This design comes from an exercise in tuning for small area, a short achievable clock period and few clock cycles on the open sky130 flow, not from production work.
Where RTL was checked, it was by simulation tests only, not by an equivalence proof against the original.
Power figures rest on the tool's default switching activity, not on a simulated workload.

== the previous run ==
==> flow/design.v <==
module roller_dec (
    input  wire        clk,
    input  wire        rst,          
    input  wire        start,        
    input  wire [1:0]  bucket,       
    output wire        idle,
    output reg         done,         
    output reg  [1:0]  status,       
    input  wire        in_valid,
    input  wire [7:0]  in_data,
    output wire        in_ready,
    output wire        wr_en,
    output wire [11:0] wr_addr,
    output wire [7:0]  wr_data,
    output wire        rd_en,
    output wire [11:0] rd_addr,
    input  wire [7:0]  rd_data       
);
    localparam [1:0] ST_OK       = 2'd0,
                     ST_BAD_CODE = 2'd1,
                     ST_BAD_DIST = 2'd2,
                     ST_OVERRUN  = 2'd3;
    reg s_idle;     
    reg s_h0;       
    reg s_h1;       
    reg s_h2;       
    reg s_h3;       
    reg s_tok;      
    reg s_a1;       
    reg s_a2;       
    reg s_a3;       
    reg s_mchk;     
    reg s_run;      
    reg s_lit;      
    reg        k_fill;      
    reg        k_long;      
    reg        bdist;       
    reg        d1;          
    reg [11:0] rem;         
    reg [12:0] p;           
    reg [12:0] cnt;         
    reg [11:0] rp;          
    assign idle     = s_idle;
    assign wr_en    = s_run || (s_lit && in_valid);
    assign wr_addr  = p[11:0];
    assign wr_data  = s_run ? (k_fill ? rp[7:0] : rd_data) : in_data;
    assign rd_en    = !(s_run && d1);
    assign rd_addr  = rp;
    assign in_ready = !(s_idle || s_mchk || s_run);
    wire [11:0] rem_dec = rem - 12'd1;
    wire [12:0] cnt_dec = cnt - 13'd1;
    wire        cnt_end = (cnt == 13'd0);
    wire        rem_end = (rem == 12'd0);
    function automatic gt12(input [11:0] a, input [11:0] b);
        integer i;
        reg g;
        begin
            g = 1'b0;
            for (i = 0; i < 12; i = i + 1)
                g = (a[i] & ~b[i]) | (~(a[i] ^ b[i]) & g);
            gt12 = g;
        end
    endfunction
    wire        ovr     = p[12] || cnt[12] || gt12(cnt[11:0], ~p[11:0]);
    wire [7:0]  t       = in_data;
    wire        t_lit   = !t[7];
    wire        t_short = t[7:6] == 2'b10;
    wire        t_long  = t[7:4] == 4'hC;
    wire        t_fill  = t[7:4] == 4'hD;
    wire [6:0]  n       = t[6:0];
    wire        lit_bad = !gt12(rem_dec, {5'd0, n});
    wire        lit_ovr = gt12({5'd0, n}, ~p[11:0]);
    wire        rem_lt4 = (rem[11:2] == 10'd0);
    wire        arg_bad = t_short ? (rem_lt4 && !rem[1]) :
                          t_long  ? rem_lt4 : (rem_lt4 && !(rem[1] && rem[0]));
    wire [11:0] tl      = {in_data[3:0], rem[7:0]};
    wire        tl_bad  = (in_data[7:4] != 4'd0) || (tl == 12'd0) ||
                          gt12({10'd0, tl[11:10]}, {10'd0, cnt[1:0]}) ||
                          (tl[11:10] == cnt[1:0] && tl[9:2] == 8'hFF && tl[1:0] != 2'd0);
    wire [11:0] dval    = {rp[11:8], in_data};
    wire [13:0] rsum    = {1'b0, p} + {2'b11, ~dval};
    wire [8:0]  lo6     = {1'b0, in_data} + 9'd6;
    wire [4:0]  hi_sum  = {1'b0, in_data[3:0]} + {4'd0, cnt[8]};
    reg        fin;
    reg [1:0]  fst;
    reg        n_idle, n_h0, n_h1, n_h2, n_h3, n_tok, n_a1, n_a2, n_a3, n_mchk, n_run, n_lit;
    always @(*) begin
        fin = 1'b0;
        fst = ST_OK;
        n_idle = 1'b0; n_h0 = 1'b0; n_h1 = 1'b0; n_h2 = 1'b0; n_h3 = 1'b0; n_tok = 1'b0;
        n_a1 = 1'b0; n_a2 = 1'b0; n_a3 = 1'b0; n_mchk = 1'b0; n_run = 1'b0; n_lit = 1'b0;
        if (s_idle) begin
            if (!start)              n_idle = 1'b1;
            else if (bucket == 2'd3) n_lit  = 1'b1;
            else                     n_h0   = 1'b1;
        end
        if (s_h0) begin
            if (!in_valid)              n_h0 = 1'b1;
            else if (in_data != 8'h01)  begin fin = 1'b1; fst = ST_BAD_CODE; end
            else                        n_h1 = 1'b1;
        end
        if (s_h1) begin
            if (!in_valid)                      n_h1 = 1'b1;
            else if (in_data != {6'd0, cnt[1:0]})   begin fin = 1'b1; fst = ST_BAD_CODE; end
            else                                n_h2 = 1'b1;
        end
        if (s_h2) begin
            if (!in_valid) n_h2 = 1'b1;
            else           n_h3 = 1'b1;
        end
        if (s_h3) begin
            if (!in_valid)   n_h3 = 1'b1;
            else if (tl_bad) begin fin = 1'b1; fst = ST_BAD_CODE; end
            else             n_tok = 1'b1;
        end
        if (s_tok) begin
            if (rem_end)                  begin fin = 1'b1; fst = p[12] ? ST_OK : ST_BAD_CODE; end
            else if (p[12])               begin fin = 1'b1; fst = ST_OVERRUN; end
            else if (!in_valid)           n_tok = 1'b1;
            else if (t_lit) begin
                if (lit_bad)              begin fin = 1'b1; fst = ST_BAD_CODE; end
                else if (lit_ovr)         begin fin = 1'b1; fst = ST_OVERRUN; end
                else                      n_lit = 1'b1;
            end
            else if (!(t_short || t_long || t_fill) || arg_bad)
                                          begin fin = 1'b1; fst = ST_BAD_CODE; end
            else                          n_a1 = 1'b1;
        end
        if (s_a1) begin
            if (!in_valid)                n_a1 = 1'b1;
            else if (k_fill || k_long)    n_a2 = 1'b1;
            else                          n_mchk = 1'b1;
        end
        if (s_a2) begin
            if (!in_valid)                n_a2 = 1'b1;
            else if (!k_fill)             n_a3 = 1'b1;
            else if (ovr)                 begin fin = 1'b1; fst = ST_OVERRUN; end
            else                          n_run = 1'b1;
        end
        if (s_a3) begin
            if (!in_valid)                n_a3 = 1'b1;
            else                          n_mchk = 1'b1;
        end
        if (s_mchk) begin
            if (bdist)                    begin fin = 1'b1; fst = ST_BAD_DIST; end
            else if (ovr)                 begin fin = 1'b1; fst = ST_OVERRUN; end
            else                          n_run = 1'b1;
        end
        if (s_run) begin
            if (cnt_end)                  n_tok = 1'b1;
            else                          n_run = 1'b1;
        end
        if (s_lit) begin
            if (in_valid && cnt_end)      n_tok = 1'b1;
            else                          n_lit = 1'b1;
        end
        if (fin) n_idle = 1'b1;
    end
    always @(posedge clk) begin
        if (rst) begin
            s_idle <= 1'b1;
            s_h0 <= 1'b0; s_h1 <= 1'b0; s_h2 <= 1'b0; s_h3 <= 1'b0; s_tok <= 1'b0;
            s_a1 <= 1'b0; s_a2 <= 1'b0; s_a3 <= 1'b0; s_mchk <= 1'b0; s_run <= 1'b0; s_lit <= 1'b0;
            done   <= 1'b0;
        end else begin
            s_idle <= n_idle; s_h0 <= n_h0; s_h1 <= n_h1; s_h2 <= n_h2; s_h3 <= n_h3; s_tok <= n_tok;
            s_a1 <= n_a1; s_a2 <= n_a2; s_a3 <= n_a3; s_mchk <= n_mchk; s_run <= n_run; s_lit <= n_lit;
            done   <= fin;
        end
    end
    always @(posedge clk) begin
        status <= fst;     
        if (s_idle && start) begin
            p    <= 13'd0;
            cnt  <= {1'b0, {10{bucket == 2'd3}}, bucket};
            rem  <= 12'd0;
        end
        if (wr_en) p <= p + 13'd1;
        if (in_valid) begin
            if (s_h2) rem[7:0] <= in_data;
            if (s_h3) rem <= tl;
            if (s_tok || s_a1 || s_a2 || s_a3 || s_lit) rem <= rem_dec;
        end
        if (s_tok && in_valid) begin
            k_fill   <= t[6] & t[4];
            k_long   <= t[6] & ~t[4];
            rp[11:8] <= t[3:0];
            cnt[7:0] <= t[7] ? {5'd0, {1'b0, t[5:4]} + 3'd2} : {1'b0, n};
            cnt[12:8] <= (t[7:6] == 2'b11) ? {1'b0, t[3:0]} : 5'd0;
        end
        if (s_a1 && in_valid) begin
            if (k_fill) begin
                cnt[7:0] <= in_data;
            end else begin
                rp    <= rsum[11:0];
                bdist <= rsum[13];
                d1    <= (dval == 12'd0);
            end
        end
        if (s_a2 && in_valid) begin
            if (k_fill) rp[7:0] <= in_data;
            else        cnt[8:0] <= lo6;
        end
        if (s_a3 && in_valid)
            cnt[12:8] <= (in_data[7:4] != 4'd0) ? 5'h1F : hi_sum;
        if (s_mchk || (s_run && !k_fill)) rp <= rp + 12'd1;
        if (s_run || (s_lit && in_valid)) cnt <= cnt_dec;
    end
endmodule
export LEC_CHECK = 0
export ABC_AREA = 1
export CAP_MARGIN = 20
export CORE_MARGIN = 2
export CORE_UTILIZATION = 40
export CTS_BUF_LIST = sky130_fd_sc_hd__clkbuf_8
export CTS_CLUSTER_DIAMETER = 100
export CTS_CLUSTER_SIZE = 30
export SETUP_SLACK_MARGIN = 2.8
export SLEW_MARGIN = 20
create_clock -name core_clock -period 5.5 [get_ports {clk}]
standard.sh (not shown) runs the stock make flow with config.mk's settings and CLKGATE_MAP_FILE= SYNTH_SCRIPT=/design/flow/synth_recipe.tcl, a recipe that flattens the netlist after the stock synthesis.
==> flow/flow/run.sh <==
#!/bin/bash
# Standard layout, with the smallest buffer on the ports and a clock tree
# built without dummy loads.
export BUFFER_PORTS_ARGS="-buffer_cell sky130_fd_sc_hd__buf_1"
export CTS_ARGS="-sink_clustering_enable -repair_clock_nets -sink_clustering_size 30 -sink_clustering_max_diameter 100 -buf_list sky130_fd_sc_hd__clkbuf_8 -dont_use_dummy_load"
bash standard.sh > standard.log 2>&1
What the current run does differently from the previous run at the input level:
diff --git a/flow/design.v b/flow/design.v
--- a/flow/design.v
+++ b/flow/design.v
@@ -35,8 +35,9 @@
     reg        k_fill;      
     reg        k_long;      
     reg        bdist;       
     reg        d1;          
+    reg [1:0]  code;        
     reg [11:0] rem;         
     reg [12:0] p;           
     reg [12:0] cnt;         
     reg [11:0] rp;          
@@ -50,34 +51,22 @@
     wire [11:0] rem_dec = rem - 12'd1;
     wire [12:0] cnt_dec = cnt - 13'd1;
     wire        cnt_end = (cnt == 13'd0);
     wire        rem_end = (rem == 12'd0);
-    function automatic gt12(input [11:0] a, input [11:0] b);
-        integer i;
-        reg g;
-        begin
-            g = 1'b0;
-            for (i = 0; i < 12; i = i + 1)
-                g = (a[i] & ~b[i]) | (~(a[i] ^ b[i]) & g);
-            gt12 = g;
-        end
-    endfunction
-    wire        ovr     = p[12] || cnt[12] || gt12(cnt[11:0], ~p[11:0]);
+    wire        ovr     = p[12] || cnt[12] || (cnt[11:0] > ~p[11:0]);
     wire [7:0]  t       = in_data;
     wire        t_lit   = !t[7];
     wire        t_short = t[7:6] == 2'b10;
     wire        t_long  = t[7:4] == 4'hC;
     wire        t_fill  = t[7:4] == 4'hD;
     wire [6:0]  n       = t[6:0];
-    wire        lit_bad = !gt12(rem_dec, {5'd0, n});
-    wire        lit_ovr = gt12({5'd0, n}, ~p[11:0]);
-    wire        rem_lt4 = (rem[11:2] == 10'd0);
-    wire        arg_bad = t_short ? (rem_lt4 && !rem[1]) :
-                          t_long  ? rem_lt4 : (rem_lt4 && !(rem[1] && rem[0]));
+    wire        lit_bad = ({5'd0, n} >= rem_dec);
+    wire        lit_ovr = ({5'd0, n} > ~p[11:0]);
+    wire        arg_bad = t_short ? (rem < 12'd2) : t_long ? (rem < 12'd4) : (rem < 12'd3);
     wire [11:0] tl      = {in_data[3:0], rem[7:0]};
     wire        tl_bad  = (in_data[7:4] != 4'd0) || (tl == 12'd0) ||
-                          gt12({10'd0, tl[11:10]}, {10'd0, cnt[1:0]}) ||
-                          (tl[11:10] == cnt[1:0] && tl[9:2] == 8'hFF && tl[1:0] != 2'd0);
+                          (tl[11:10] > code) ||
+                          (tl[11:10] == code && tl[9:2] == 8'hFF && tl[1:0] != 2'd0);
     wire [11:0] dval    = {rp[11:8], in_data};
     wire [13:0] rsum    = {1'b0, p} + {2'b11, ~dval};
     wire [8:0]  lo6     = {1'b0, in_data} + 9'd6;
     wire [4:0]  hi_sum  = {1'b0, in_data[3:0]} + {4'd0, cnt[8]};
@@ -100,9 +89,9 @@
             else                        n_h1 = 1'b1;
         end
         if (s_h1) begin
             if (!in_valid)                      n_h1 = 1'b1;
-            else if (in_data != {6'd0, cnt[1:0]})   begin fin = 1'b1; fst = ST_BAD_CODE; end
+            else if (in_data != {6'd0, code})   begin fin = 1'b1; fst = ST_BAD_CODE; end
             else                                n_h2 = 1'b1;
         end
         if (s_h2) begin
             if (!in_valid) n_h2 = 1'b1;
@@ -168,12 +157,13 @@
             done   <= fin;
         end
     end
     always @(posedge clk) begin
-        status <= fst;     
+        if (fin) status <= fst;
         if (s_idle && start) begin
+            code <= bucket;
             p    <= 13'd0;
-            cnt  <= {1'b0, {10{bucket == 2'd3}}, bucket};
+            cnt  <= 13'd4095;
             rem  <= 12'd0;
         end
         if (wr_en) p <= p + 13'd1;
         if (in_valid) begin
Results
On areal power density over the cells: between the previous run and the current run, it ends up higher for the previous run. Compared with the previous run, the current run shows length of routed met3 wiring that has gone up by a little under 10%. Sort the previous run and the current run by combined area of all synthesized cells desc -> top: the current run. Summary of the current run over the previous run: minimum clock period after layout went down by 0.067 ns, met2 routed wirelength went down by 220 um, final cell count went down by 9, data arrival time of the worst path went down by 1.44 ns. When the current run is set beside the previous run, its placement-stage cell area turns out to be about 2% larger. On reg-to-reg setup timing slack, the lower figure sits with the previous run, not the current run. The number of flip-flops and latches in the synthesized netlist number comes out lower for the previous run vs the current run. Looking at total number of placement rows across the previous run and the current run, the one that comes out higher is the current run. Taking the previous run as the reference point, the synthesized instance count of the current run rises by 2.4%. The current run against the previous run: initial antenna violation count saw little to no change, first-pass GRT wire length now smaller.
Testbench counts of the current run, summed over its fixed seeds: cycles 801,453.
For the previous run, only the layout was checked, not whether the RTL still works.

* * *

// roller_dec: RTL as listed in full above, without the edits since
export LEC_CHECK = 0
export ABC_AREA = 1
export CAP_MARGIN = 20
export CORE_MARGIN = 2
export CORE_UTILIZATION = 40
export CTS_BUF_LIST = sky130_fd_sc_hd__clkbuf_8
export CTS_CLUSTER_DIAMETER = 100
export CTS_CLUSTER_SIZE = 30
export SETUP_SLACK_MARGIN = 2.8
export SLEW_MARGIN = 20
create_clock -name core_clock -period 5.5 [get_ports {clk}]
==> flow/flow/run.sh <==
#!/bin/bash
# Standard layout, with the smallest buffer on the ports.
export BUFFER_PORTS_ARGS="-buffer_cell sky130_fd_sc_hd__buf_1"
bash standard.sh > standard.log 2>&1
Rerun with:
--- a/flow/design.v
+++ b/flow/design.v
@@ -33,12 +33,13 @@
     reg s_run;      
     reg s_lit;      
     reg        k_fill;      
     reg        k_long;      
     reg        bdist;       
     reg        d1;          
+    reg [1:0]  code;        
     reg [11:0] rem;         
     reg [12:0] p;           
     reg [12:0] cnt;         
     reg [11:0] rp;          
     assign idle     = s_idle;
     assign wr_en    = s_run || (s_lit && in_valid);
@@ -72,14 +73,14 @@
     wire        lit_ovr = gt12({5'd0, n}, ~p[11:0]);
     wire        rem_lt4 = (rem[11:2] == 10'd0);
     wire        arg_bad = t_short ? (rem_lt4 && !rem[1]) :
                           t_long  ? rem_lt4 : (rem_lt4 && !(rem[1] && rem[0]));
     wire [11:0] tl      = {in_data[3:0], rem[7:0]};
     wire        tl_bad  = (in_data[7:4] != 4'd0) || (tl == 12'd0) ||
-                          gt12({10'd0, tl[11:10]}, {10'd0, cnt[1:0]}) ||
-                          (tl[11:10] == cnt[1:0] && tl[9:2] == 8'hFF && tl[1:0] != 2'd0);
+                          gt12({10'd0, tl[11:10]}, {10'd0, code}) ||
+                          (tl[11:10] == code && tl[9:2] == 8'hFF && tl[1:0] != 2'd0);
     wire [11:0] dval    = {rp[11:8], in_data};
     wire [13:0] rsum    = {1'b0, p} + {2'b11, ~dval};
     wire [8:0]  lo6     = {1'b0, in_data} + 9'd6;
     wire [4:0]  hi_sum  = {1'b0, in_data[3:0]} + {4'd0, cnt[8]};
     reg        fin;
     reg [1:0]  fst;
@@ -98,13 +99,13 @@
             if (!in_valid)              n_h0 = 1'b1;
             else if (in_data != 8'h01)  begin fin = 1'b1; fst = ST_BAD_CODE; end
             else                        n_h1 = 1'b1;
         end
         if (s_h1) begin
             if (!in_valid)                      n_h1 = 1'b1;
-            else if (in_data != {6'd0, cnt[1:0]})   begin fin = 1'b1; fst = ST_BAD_CODE; end
+            else if (in_data != {6'd0, code})   begin fin = 1'b1; fst = ST_BAD_CODE; end
             else                                n_h2 = 1'b1;
         end
         if (s_h2) begin
             if (!in_valid) n_h2 = 1'b1;
             else           n_h3 = 1'b1;
         end
@@ -166,16 +167,17 @@
             s_idle <= n_idle; s_h0 <= n_h0; s_h1 <= n_h1; s_h2 <= n_h2; s_h3 <= n_h3; s_tok <= n_tok;
             s_a1 <= n_a1; s_a2 <= n_a2; s_a3 <= n_a3; s_mchk <= n_mchk; s_run <= n_run; s_lit <= n_lit;
             done   <= fin;
         end
     end
     always @(posedge clk) begin
-        status <= fst;     
+        if (fin) status <= fst;
         if (s_idle && start) begin
+            code <= bucket;
             p    <= 13'd0;
-            cnt  <= {1'b0, {10{bucket == 2'd3}}, bucket};
+            cnt  <= 13'd4095;
             rem  <= 12'd0;
         end
         if (wr_en) p <= p + 13'd1;
         if (in_valid) begin
             if (s_h2) rem[7:0] <= in_data;
             if (s_h3) rem <= tl;
After rerunning:
- clock skew is lower by 0.0057 ns
- flip-flop and latch count grows by 2
- setup slack gains 0.058 ns
- non-clock buffer count came out lower by 20
- clock power drops by 5.2%
- cell count goes down by 2.8%
- worst hold slack improved by 0.0089 ns
- clock-buffer cell count falls by 2
- design area is lower by 1.9%
No run of this note included a check of the RTL's function; only the layout flow was run.

-- separate check: timing with driven ports --
The results above use ideal ports. As a check the final layouts listed here were re-extracted and re-timed, cells and wires unchanged.
Step 1 sets driving cells, clkbuf_16 on the clock port and buf_2 on the other inputs (assumed; they add their load-dependent delay and slew).
Step 2 times the ports against the registers' clock, not the clock port: input delays grow and output delays shrink by t, the midpoint of the rising clock arrivals with the driver on.
Three values: ideal ports, drivers, drivers and shift; two values: the first two.
run | shift t [ns] | slack for setup (ns) | hold slack, ns | latest minus earliest clock arrival (ns)
the previous run | 0.408 | 2.679 / 2.635 / 2.227 | 0.476 / 0.476 / 0.476 | 0.016 / 0.016
the current run | 0.399 | 2.746 / 2.669 / 2.504 | 0.491 / 0.491 / 0.491 | 0.030 / 0.029
the first run of note 2 | 0.417 | 2.662 / 2.600 / 2.237 | 0.476 / 0.476 / 0.476 | 0.016 / 0.015
the second run of note 2 | 0.405 | 2.720 / 2.647 / 2.269 | 0.485 / 0.485 / 0.485 | 0.010 / 0.010
After both steps every run listed still meets setup and hold. For the previous run, which loses most, drivers alone change the setup slack by -0.044 ns; drivers and shift together by -0.452 ns.
